From an optimization exercise on the open Yosys and OpenROAD flow, aimed at small area; shortcuts taken in it are not production practice. The RTL was checked by simulation tests, not by an equivalence proof against the original design. No activity file was given, so power comes from the tool's default toggle rates.

Setup of run a:
// fcvt_unit
module fcvt_unit (
  input  wire         clk,
  input  wire         rst,
  input  wire         in_valid,
  input  wire [2:0]   in_fmt,      
  input  wire         in_sr,       
  input  wire [127:0] in_x,        
  input  wire [63:0]  in_r,        
  output reg          out_valid,
  output reg  [63:0]  out_y,       
  output wire [23:0]  out_flags    
);
export LEC_CHECK = 0
export ABC_AREA = 1
export CAP_MARGIN = 20
export CORE_MARGIN = 2
export CORE_UTILIZATION = 50
export PLACE_DENSITY = 0.65
export SLEW_MARGIN = 20
create_clock -name core_clock -period 20.0 [get_ports {clk}]
standard.sh (not shown) runs the stock make flow with config.mk's settings and CLKGATE_MAP_FILE= SYNTH_SCRIPT=/design/flow/synth_recipe.tcl, a recipe that flattens the netlist after the stock synthesis.
==> flow/flow/run.sh <==
#!/bin/bash
# Own layout flow: the standard ORFS flow, with these changes:
#  - port buffers are the smallest buffer (buf_1) instead of the default;
#  - clock tree: clkbuf_8 buffers, clkbuf_16 at the root, larger sink clusters, and no dummy loads.
# Each tool's output goes to a log of its own in this folder.
set -euo pipefail
HERE=$(pwd)
rm -rf "$HERE/scripts_own"
cp -r "$FLOW_HOME/scripts" "$HERE/scripts_own"
cp "$HERE/flow/abc_area.script" "$HERE/scripts_own/abc_area.script"
OWN="SCRIPTS_DIR=$HERE/scripts_own"
CTS="CTS_ARGS=-sink_clustering_enable -repair_clock_nets -buf_list sky130_fd_sc_hd__clkbuf_8 -root_buf sky130_fd_sc_hd__clkbuf_16 -dont_use_dummy_load -sink_clustering_size 25 -sink_clustering_max_diameter 80"
bash standard.sh "$OWN" ABC_AREA=1 ADDER_MAP_FILE= synth > "$HERE/synth.log" 2>&1
bash standard.sh "$OWN" ABC_AREA=1 ADDER_MAP_FILE= \
  "BUFFER_PORTS_ARGS=-buffer_cell sky130_fd_sc_hd__buf_1" "$CTS" finish > "$HERE/layout.log" 2>&1
test -f "$HERE/out/final.def"
==> flow/flow/abc_area.script <==
strash
&get -n
&deepsyn -T 200
&put
dch -f
amap
strash
rewrite
refactor
balance
rewrite -z
refactor -z
rewrite -z
balance
dch -f
amap
topo
Changes in run b relative to run a:
diff --git a/flow/flow/run.sh b/flow/flow/run.sh
--- a/flow/flow/run.sh
+++ b/flow/flow/run.sh
@@ -3,3 +3,3 @@
 #  - port buffers are the smallest buffer (buf_1) instead of the default;
-#  - clock tree: clkbuf_8 buffers, clkbuf_16 at the root, larger sink clusters, and no dummy loads.
+#  - clock tree: clkbuf_8 buffers, clkbuf_16 at the root, and no dummy loads.
 # Each tool's output goes to a log of its own in this folder.
@@ -11,3 +11,3 @@
 OWN="SCRIPTS_DIR=$HERE/scripts_own"
-CTS="CTS_ARGS=-sink_clustering_enable -repair_clock_nets -buf_list sky130_fd_sc_hd__clkbuf_8 -root_buf sky130_fd_sc_hd__clkbuf_16 -dont_use_dummy_load -sink_clustering_size 25 -sink_clustering_max_diameter 80"
+CTS="CTS_ARGS=-sink_clustering_enable -repair_clock_nets -buf_list sky130_fd_sc_hd__clkbuf_8 -root_buf sky130_fd_sc_hd__clkbuf_16 -dont_use_dummy_load"
 bash standard.sh "$OWN" ABC_AREA=1 ADDER_MAP_FILE= synth > "$HERE/synth.log" 2>&1
--- outcome ---
Comparing run b against run a, there is no change at all in largest net degree at the start of global routing.
Looking at run b and run a, the share of total power in the clock network is a wash.
Fraction of area in multi-input gates came out exactly the same in run b and run a.
Reported for run b and run a, total global routing overflow turned out identical to the last digit.
Reported for run b and run a, via count turned out identical to the last digit.
Diff run b..run a | number of stages on the worst setup path | unchanged
Comparing run a against run b, there is no change at all in fraction of area in non-clock buffers.

========
## lane 1
fcvt_unit again, from the RTL that the note above started with.
==> flow/config.mk <==
export PLATFORM = sky130hd
export DESIGN_NAME = fcvt_unit
export DESIGN_NICKNAME = fcvt_unit
export VERILOG_FILES = /design/flow/design.v
export SDC_FILE = /design/flow/constraint.sdc
export NUM_CORES = 4
export LEC_CHECK = 0
export ABC_AREA = 1
export CAP_MARGIN = 20
export CORE_MARGIN = 2
export CORE_UTILIZATION = 50
export PLACE_DENSITY = 0.65
export SLEW_MARGIN = 20
==> flow/constraint.sdc <==
create_clock -name core_clock -period 20.0 [get_ports {clk}]
set_input_delay 4.0000 -clock core_clock [delete_from_list [all_inputs] [get_ports {clk}]]
set_output_delay 4.0000 -clock core_clock [all_outputs]
set_load 0.01 [all_outputs]
==> flow/flow/run.sh <==
#!/bin/bash
# Own layout flow: the standard ORFS flow, with these changes:
#  - port buffers are the smallest buffer (buf_1) instead of the default;
#  - clock tree: clkbuf_8 buffers, clkbuf_16 at the root, and no dummy loads.
# Each tool's output goes to a log of its own in this folder.
set -euo pipefail
HERE=$(pwd)
rm -rf "$HERE/scripts_own"
cp -r "$FLOW_HOME/scripts" "$HERE/scripts_own"
cp "$HERE/flow/abc_area.script" "$HERE/scripts_own/abc_area.script"
OWN="SCRIPTS_DIR=$HERE/scripts_own"
CTS="CTS_ARGS=-sink_clustering_enable -repair_clock_nets -buf_list sky130_fd_sc_hd__clkbuf_8 -root_buf sky130_fd_sc_hd__clkbuf_16 -dont_use_dummy_load"
bash standard.sh "$OWN" ABC_AREA=1 ADDER_MAP_FILE= synth > "$HERE/synth.log" 2>&1
bash standard.sh "$OWN" ABC_AREA=1 ADDER_MAP_FILE= \
  "BUFFER_PORTS_ARGS=-buffer_cell sky130_fd_sc_hd__buf_1" "$CTS" finish > "$HERE/layout.log" 2>&1
test -f "$HERE/out/final.def"
==> flow/flow/abc_area.script <==
strash
&get -n
&deepsyn -T 600
&put
dch -f
amap
strash
rewrite
refactor
balance
rewrite -z
refactor -z
rewrite -z
balance
dch -f
amap
topo
Lane 1 closes out successfully: all stages finished, all timing, DRC and antenna checks passed.
The inputs of lane 2 differ from those of lane 1 as listed below.
==> flow/flow/abc_area.script <==
strash
&get -n
&deepsyn -T 1500
&put
dch -f
amap
strash
rewrite
refactor
balance
rewrite -z
refactor -z
rewrite -z
balance
dch -f
amap
topo
Notes after the runs:
[diff] worst hold margin, lane 2 relative to lane 1: improvement. Relative to lane 1, the final cell area reported for lane 2 is higher. Lane 1 has a lower post-route minimum period than lane 2. A destination of the critical timing path of out_y[61] is what lane 1 shows, while out_y[45] belongs to lane 2. Placed wire-length estimate after detailed placement was lower in lane 1 than in lane 2.

## re-timing with driven ports
Ports are ideal in the flow. The routed layouts listed here were re-timed in OpenROAD. Step 1 (the two cells are an assumption about what drives the block):
set clk [get_ports {clk}]
set_driving_cell -lib_cell sky130_fd_sc_hd__clkbuf_16 $clk
set_driving_cell -lib_cell sky130_fd_sc_hd__buf_2 [delete_from_list [all_inputs] $clk]
Step 2 times the ports against the registers' clock, not the clock port: input delays grow and output delays shrink by t, the midpoint of the rising clock arrivals with the driver on. Three values: ideal, step 1, step 2; two values: the first two.
run | t, ns | slack for setup (ns) | pins driven straight from the clock port
run a | 0.387 | 4.320 / 4.341 / 3.954 | 1
run b | 0.387 | 4.320 / 4.341 / 3.954 | 1
lane 1 | 0.387 | 3.836 / 3.850 / 3.463 | 1
lane 2 | 0.394 | 3.381 / 3.409 / 3.015 | 1
After both steps every run listed still meets setup and hold. For lane 1, which loses most, drivers alone change the setup slack by +0.014 ns; drivers and shift together by -0.373 ns.
